Context: an optimization exercise on an open-source flow, tuned for small area, a short achievable clock period and few clock cycles per item. The choices shown serve that exercise and are no tape-out recipe.
At most, simulation tests tie the RTL to the original design; equivalence was not proved.
Power figures rest on the tool's default switching activity, not on a simulated workload.

## main
// vfix_unit
module vfix_unit #(
    parameter LANES = 4
) (
    input  wire                  clk,
    input  wire                  rst,
    input  wire                  in_valid,
    output wire                  in_ready,
    input  wire [2:0]            in_func,
    input  wire                  in_type,
    input  wire [1:0]            in_rnd,
    input  wire                  in_zero,
    input  wire [LANES-1:0]      in_pred,
    input  wire [16*LANES-1:0]   in_a,
    input  wire [16*LANES-1:0]   in_b,
    input  wire [16*LANES-1:0]   in_c,
    input  wire [16*LANES-1:0]   in_d,
    output reg                   out_valid,
    output reg  [16*LANES-1:0]   out_d,
    output reg                   out_sat
);
clock: 25.0 ns
lec_check: 0
abc_area: 1
cap_margin: 0
core_margin: 2
core_utilization: 65
cts_cluster_diameter: 80
cts_cluster_size: 25
slew_margin: 0
synth_hierarchical: 1
standard.sh (not shown) runs the stock make flow with config.mk's settings and CLKGATE_MAP_FILE= SYNTH_SCRIPT=/design/flow/synth_recipe.tcl, a recipe that flattens the netlist after the stock synthesis.
==> flow/flow/run.sh <==
#!/bin/bash
# Standard synthesis and layout, with buf_2 cells as the port buffers; the
# layout's timing repair aims at a setup slack of MARGIN ns (the clock
# period and constraints are unchanged) on the worst endpoints, and may
# resize cells across footprints.
set -euo pipefail
MARGIN=19.4
bash standard.sh synth > synth.log 2>&1
bash standard.sh "BUFFER_PORTS_ARGS=-buffer_cell sky130_fd_sc_hd__buf_2" \
    SETUP_SLACK_MARGIN=$MARGIN TNS_END_PERCENT=5 MATCH_CELL_FOOTPRINT=0 finish > layout.log 2>&1
main completed; timing, DRC and antenna clean
The inputs of the feature branch differ from those of main as listed below.
-- flow/flow/run.sh --
<<< main, line 6
set -euo pipefail
MARGIN=19.4
bash standard.sh synth > synth.log 2>&1
>>> the feature branch, line 6
set -euo pipefail
MARGIN=19
bash standard.sh synth > synth.log 2>&1
==> results.txt <==
- Going from main to the feature branch, fill cell instance count of the final layout shows an increase of about 4%; first-iteration DRC count increased by 34 relative to the old numbers; combinational power decreased by 3.2% relative to the old numbers.
- Going from main to the feature branch, switching portion of total power saw little to no change, pre-CTS worst setup slack saw an increase, utilization saw a decrease, fmax saw a decrease, pin count of the biggest net entering global routing saw an increase.
- Setup slack: the feature branch less than main
- The feature branch ended with less area added between synthesis and finish than main.
- The standard cells in the feature branch occupy less silicon area than those in main do.
No run of this note included a check of the RTL's function; only the layout flow was run.

* * *

Another version of the RTL of vfix_unit (not shown whole).
Size: about 360 flip-flops, roughly 0.046 mm^2 of cells after synthesis.
export LEC_CHECK = 0
export ABC_AREA = 1
export CAP_MARGIN = 0
export CORE_MARGIN = 2
export CORE_UTILIZATION = 65
export CTS_CLUSTER_DIAMETER = 80
export CTS_CLUSTER_SIZE = 25
export SLEW_MARGIN = 0
export SYNTH_HIERARCHICAL = 1
create_clock -name core_clock -period 25.0 [get_ports {clk}]
==> flow/flow/run.sh <==
#!/bin/bash
# Synthesis: the standard synthesis script (synth_recipe.tcl), except that
# ABC maps the lane modules with a delay target (flow/abc_lane.script), so
# that it recovers area there instead of mapping for the least delay; the
# top module keeps the standard ABC script. Then the standard layout
# steps, with buf_2 cells as the port buffers; the layout's timing repair
# aims at a setup slack of MARGIN ns (the clock period and constraints are
# unchanged) on the worst endpoints, and may resize cells across
# footprints.
set -euo pipefail
MARGIN=19
W=$PWD
cat > $W/own_synth.tcl <<EOC
proc abc {args} {
  set i [lsearch \$args -script]
  set lane_args \$args
  lset lane_args [expr {\$i + 1}] $W/flow/abc_lane.script
  yosys abc {*}\$lane_args vfix_lane vfix_fa vfix_xor2 vfix_xnor2
  yosys abc {*}\$args vfix_unit
}
source $W/synth_recipe.tcl
EOC
bash standard.sh SYNTH_SCRIPT=$W/own_synth.tcl synth > synth.log 2>&1
bash standard.sh SYNTH_SCRIPT=$W/own_synth.tcl "BUFFER_PORTS_ARGS=-buffer_cell sky130_fd_sc_hd__buf_2" \
    SETUP_SLACK_MARGIN=$MARGIN TNS_END_PERCENT=5 MATCH_CELL_FOOTPRINT=0 finish > layout.log 2>&1
==> flow/flow/abc_lane.script <==
strash
dch
map -B 0.9 -D 4000
topo
stime -c
buffer -c
upsize -c -D 4000
dnsize -c -D 4000
The starting point ran to the end with no violations.
Testbench counts at the start, summed over its fixed seeds: cycles 16,024, items 16,000.
Then changed:
==> flow/flow/abc_lane.script (replaced) <==
strash
dch
map -B 0.9 -D 2000
topo
stime -c
buffer -c
upsize -c -D 2000
dnsize -c -D 2000
After rerunning: The new run ran to the end with no violations. Sequential power went down by about 0.9%. Cell count went up by 1.2%. Wire length went down by 4.1%.
Then changed:
==> flow/flow/run.sh (replaced) <==
#!/bin/bash
# Standard synthesis and layout, with buf_2 cells as the port buffers; the
# layout's timing repair aims at a setup slack of MARGIN ns (the clock
# period and constraints are unchanged) on the worst endpoints, and may
# resize cells across footprints.
set -euo pipefail
MARGIN=19
bash standard.sh synth > synth.log 2>&1
bash standard.sh "BUFFER_PORTS_ARGS=-buffer_cell sky130_fd_sc_hd__buf_2" \
    SETUP_SLACK_MARGIN=$MARGIN TNS_END_PERCENT=5 MATCH_CELL_FOOTPRINT=0 finish > layout.log 2>&1
removed: flow/flow/abc_lane.script
Outcome:
- cell count goes up by about 9%
- first-iteration DRC count goes up by about 6%
- non-clock buffer count grows by 50
- via count came out higher by about 6.4%
- clock power is lower by 6.9%
- power went up by 6.8%
- worst hold slack is about the same
Then changed:
==> flow/flow/run.sh (replaced) <==
#!/bin/bash
# Synthesis: the standard synthesis script (synth_recipe.tcl), with ABC's
# technology mapping given a delay target (flow/abc_map.script) so that it
# recovers area instead of mapping for the least delay. Then the standard
# layout steps, with buf_2 cells as the port buffers; the layout's timing
# repair aims at a setup slack of MARGIN ns (the clock period and
# constraints are unchanged) on the worst endpoints, and may resize cells
# across footprints.
set -euo pipefail
MARGIN=19
W=$PWD
cat > $W/own_synth.tcl <<EOC
proc abc {args} {
  set i [lsearch \$args -script]
  if {\$i >= 0} { lset args [expr {\$i + 1}] $W/flow/abc_map.script }
  yosys abc {*}\$args
}
source $W/synth_recipe.tcl
EOC
bash standard.sh SYNTH_SCRIPT=$W/own_synth.tcl synth > synth.log 2>&1
bash standard.sh SYNTH_SCRIPT=$W/own_synth.tcl "BUFFER_PORTS_ARGS=-buffer_cell sky130_fd_sc_hd__buf_2" \
    SETUP_SLACK_MARGIN=$MARGIN TNS_END_PERCENT=5 MATCH_CELL_FOOTPRINT=0 finish > layout.log 2>&1
==> flow/flow/abc_map.script (new file) <==
strash
dch
map -B 0.9 -D 4000
topo
stime -c
buffer -c
upsize -c -D 4000
dnsize -c -D 4000
What happened:
- The new run passed the timing, DRC and antenna checks
- routed wire length decreases by about 4%
- clock-buffer cell count decreases by 2
- setup slack is worse by 240 ps
- worst hold slack is worse by 3.3 ps

* * *

Setup of v49:
Starting RTL as in the previous note.
==> flow/config.mk <==
export PLATFORM = sky130hd
export DESIGN_NAME = vfix_unit
export DESIGN_NICKNAME = vfix_unit
export VERILOG_FILES = /design/flow/design.v
export SDC_FILE = /design/flow/constraint.sdc
export NUM_CORES = 8
export LEC_CHECK = 0
export ABC_AREA = 1
export CAP_MARGIN = 0
export CORE_MARGIN = 2
export CORE_UTILIZATION = 65
export CTS_CLUSTER_DIAMETER = 60
export CTS_CLUSTER_SIZE = 30
export SLEW_MARGIN = 0
export SYNTH_HIERARCHICAL = 1
==> flow/constraint.sdc <==
create_clock -name core_clock -period 25.0 [get_ports {clk}]
set_input_delay 5.0000 -clock core_clock [delete_from_list [all_inputs] [get_ports {clk}]]
set_output_delay 5.0000 -clock core_clock [all_outputs]
set_load 0.01 [all_outputs]
==> flow/flow/run.sh <==
#!/bin/bash
# Synthesis: the standard synthesis script (synth_recipe.tcl), except that
# ABC maps the lane modules with a delay target (flow/abc_lane.script), so
# that it recovers area there instead of mapping for the least delay; the
# top module gets its own (flow/abc_top.script). Then the standard layout
# steps, with buf_2 cells as the port buffers; the layout's timing repair
# aims at a setup slack of MARGIN ns (the clock period and constraints are
# unchanged) on the worst endpoints, and may resize cells across
# footprints.
set -euo pipefail
MARGIN=19
W=$PWD
cat > $W/own_synth.tcl <<EOC
proc abc {args} {
  set i [lsearch \$args -script]
  set lane_args \$args
  lset lane_args [expr {\$i + 1}] $W/flow/abc_lane.script
  yosys abc {*}\$lane_args vfix_lane vfix_fa vfix_xor2 vfix_xnor2
  set top_args \$args
  lset top_args [expr {\$i + 1}] $W/flow/abc_top.script
  yosys abc {*}\$top_args vfix_unit
}
source $W/synth_recipe.tcl
EOC
bash standard.sh SYNTH_SCRIPT=$W/own_synth.tcl synth > synth.log 2>&1
bash standard.sh SYNTH_SCRIPT=$W/own_synth.tcl "BUFFER_PORTS_ARGS=-buffer_cell sky130_fd_sc_hd__buf_2" \
    SETUP_SLACK_MARGIN=$MARGIN TNS_END_PERCENT=5 MATCH_CELL_FOOTPRINT=0 finish > layout.log 2>&1
==> flow/flow/abc_lane.script <==
strash
dch
map -B 0.9 -D 2500
topo
stime -c
buffer -c
upsize -c -D 2500
dnsize -c -D 2500
==> flow/flow/abc_top.script <==
strash
dch
map -B 0.9 -D 1500
topo
stime -c
buffer -c
upsize -c -D 1500
dnsize -c -D 1500
Testbench counts of v49, summed over its fixed seeds: cycles 16,024, items 16,000.
The inputs of v11 differ from those of v49 as listed below.
# v49
export LEC_CHECK = 0
export ABC_AREA = 1
export CAP_MARGIN = 0
export CORE_MARGIN = 2
export CORE_UTILIZATION = 65
export CTS_CLUSTER_DIAMETER = 60
export CTS_CLUSTER_SIZE = 30
export SLEW_MARGIN = 0
export SYNTH_HIERARCHICAL = 1
create_clock -name core_clock -period 25.0 [get_ports {clk}]
# v11
export LEC_CHECK = 0
export ABC_AREA = 1
export CAP_MARGIN = 0
export CORE_MARGIN = 2
export CORE_UTILIZATION = 65
export CTS_CLUSTER_DIAMETER = 80
export CTS_CLUSTER_SIZE = 25
export SLEW_MARGIN = 0
export SYNTH_HIERARCHICAL = 1
create_clock -name core_clock -period 25.0 [get_ports {clk}]
==> flow/flow/abc_lane.script <==
strash
dch
map -B 0.9 -D 1500
topo
stime -c
buffer -c
upsize -c -D 1500
dnsize -c -D 1500
==> flow/flow/abc_top.script <==
strash
dch
map -B 0.9 -D 1200
topo
stime -c
buffer -c
upsize -c -D 1200
dnsize -c -D 1200
Notes after the runs:
In v11 relative to v49, die area had gone up slightly.
Re register share of total power: v49 was lower than v11.
Design area was higher in the run labelled v49.
Changes observed in v11 relative to v49: sequential cell area share saw little to no change; count of non-CTS buffers in the layout down about 6%.
The following lists how v4 was set up differently from v11:
==> flow/flow/abc_lane.script <==
strash
dch
map -B 0.9 -D 2000
topo
stime -c
buffer -c
upsize -c -D 2000
dnsize -c -D 2000
==> flow/flow/abc_top.script <==
strash
dch
map -B 0.9 -D 1500
topo
stime -c
buffer -c
upsize -c -D 1500
dnsize -c -D 1500
==> comparison <==
- Switching component of the power deteriorates in v4 relative to v11.
- | initial antenna violation count | v4 vs v11 | 8 lower |
- Changes observed in v4 relative to v11: aggregate global routing overflow shows no meaningful change, overall power consumption shows an increase of 190 µW.
- Compared with v11, v4 shows a total number of multi-input combinational cells that is 0.34% lower.
- For the worst hold margin, v4 came in 0.032 ns lower than v11 did.
- [compare] base=v11 new=v4: utilization saw an increase, full die area went down by 0.64%, final area grew by 0.39%.
Modified inputs, v13 compared to v4
diff --git a/flow/flow/run.sh b/flow/flow/run.sh
--- a/flow/flow/run.sh
+++ b/flow/flow/run.sh
@@ -26,2 +26,2 @@
 bash standard.sh SYNTH_SCRIPT=$W/own_synth.tcl "BUFFER_PORTS_ARGS=-buffer_cell sky130_fd_sc_hd__buf_2" \
-    SETUP_SLACK_MARGIN=$MARGIN TNS_END_PERCENT=5 MATCH_CELL_FOOTPRINT=0 finish > layout.log 2>&1
+    SETUP_SLACK_MARGIN=$MARGIN TNS_END_PERCENT=5 MATCH_CELL_FOOTPRINT=0 SKIP_GATE_CLONING=1 finish > layout.log 2>&1
==> flow/flow/abc_lane.script <==
strash
dch
map -B 0.9 -D 2500
topo
stime -c
buffer -c
upsize -c -D 2500
dnsize -c -D 2500
~same largest stage delay on the critical path in v4 and v13
Changes observed in v13 relative to v4: worst-case reg-to-reg path depth decreased by 2 relative to the old numbers; adder and majority cell fraction of the synthesized area now sits at about the same level.
Compared with v4, v13 shows final-stage net count that has gone down slightly.
Between v13 and v4, the area occupied by registers does not differ in any meaningful way.
What v45 does differently from v13 at the input level:
==> flow/flow/abc_lane.script <==
strash
dch
map -B 0.9 -D 2000
topo
stime -c
buffer -c
upsize -c -D 2000
dnsize -c -D 2000
Notes after the runs:
- As far as largest stage delay on the critical path is concerned, v13 and v45 perform about the same.
- On final weighted congestion of routability-driven global placement: between v45 and v13, it ends up lower for v13.
- v45: no failed stages, no open violations at the end
- Relative to v13, the met2 wire length measured on v45 has increased by a few percent.
- There was hardly any difference in layout buffering overhead excluding clock cells between v45 and v13.
- Summary of v45 over v13: number of vias after detailed routing increased by 402 relative to the old numbers, proportion of layout cells with a drive suffix above 1 increased by 0.19 points relative to the old numbers.
- Per the comparison of v45 with v13, number of vias per cell after detailed routing +0.021, non-clock buffer count -about 0.7%, die area ~0 delta, global-route usage +0.56 points, wire length of the first global-routing pass +4700 µm.
The following lists how v15 was set up differently from v45:
diff --git a/flow/flow/run.sh b/flow/flow/run.sh
--- a/flow/flow/run.sh
+++ b/flow/flow/run.sh
@@ -10,3 +10,3 @@
 set -euo pipefail
-MARGIN=19
+MARGIN=18.85
 W=$PWD
@@ -26,2 +26,2 @@
 bash standard.sh SYNTH_SCRIPT=$W/own_synth.tcl "BUFFER_PORTS_ARGS=-buffer_cell sky130_fd_sc_hd__buf_2" \
-    SETUP_SLACK_MARGIN=$MARGIN TNS_END_PERCENT=5 MATCH_CELL_FOOTPRINT=0 SKIP_GATE_CLONING=1 finish > layout.log 2>&1
+    SETUP_SLACK_MARGIN=$MARGIN TNS_END_PERCENT=5 MATCH_CELL_FOOTPRINT=0 finish > layout.log 2>&1
==> flow/flow/abc_lane.script <==
strash
dch
map -B 0.9 -D 2500
topo
stime -c
buffer -c
upsize -c -D 2500
dnsize -c -D 2500
--- outcome ---
Re clock network fraction of total power: v15 is 0.6 points up on v45. Critical path depth: v15 > v45. Summary of v15 over v45: final cell count saw a decrease, clock-pin slew on the worst setup and hold paths saw little to no change, total internal power saw a decrease, synthesis-to-layout area growth saw a decrease. v15 | stages: all done | timing, DRC, antenna: all pass.

==> afterwards: timing with drivers on the ports <==
No port has a modelled driver above. Below, the same layouts with a new extraction and two added sets of constraints.
Step 1 assumes that a clkbuf_16 drives the clock port and a buf_2 every other input.
Step 2 adds t to the input delays and takes it off the output delays; t is the mean of the earliest and latest rising clock arrival at the registers after step 1. Input paths then give back, and output paths get back, about the clock's delay inside the block.
a / b / c = no drivers / after step 1 / after step 2; a / b = the first two.
| run | t, ns | slack for setup (ns) | cell pins on the clock port's net |
|---|---|---|---|
| main | 0.686 | 18.892 / 18.819 / 18.218 | 1 |
| the feature branch | 0.671 | 18.789 / 18.768 / 18.103 | 1 |
| the first run of note 2 | 0.712 | 18.799 / 18.738 / 18.083 | 1 |
| the second run of note 2 | 0.701 | 18.847 / 18.778 / 18.163 | 1 |
| the third run of note 2 | 0.669 | 18.891 / 18.824 / 18.253 | 1 |
| the fourth run of note 2 | 0.665 | 18.646 / 18.547 / 17.882 | 1 |
| v49 | 0.649 | 18.891 / 18.819 / 18.288 | 1 |
| v11 | 0.672 | 18.885 / 18.816 / 18.205 | 1 |
| v4 | 0.678 | 18.900 / 18.831 / 18.262 | 1 |
| v13 | 0.667 | 18.890 / 18.818 / 18.187 | 1 |
| v45 | 0.675 | 18.892 / 18.826 / 18.250 | 1 |
| v15 | 0.682 | 18.621 / 18.621 / 17.939 | 1 |
After both steps setup and hold are still met in every run listed. The setup slack of the fourth run of note 2, which loses most, moves by -0.099 ns with the drivers and by -0.764 ns with both steps.
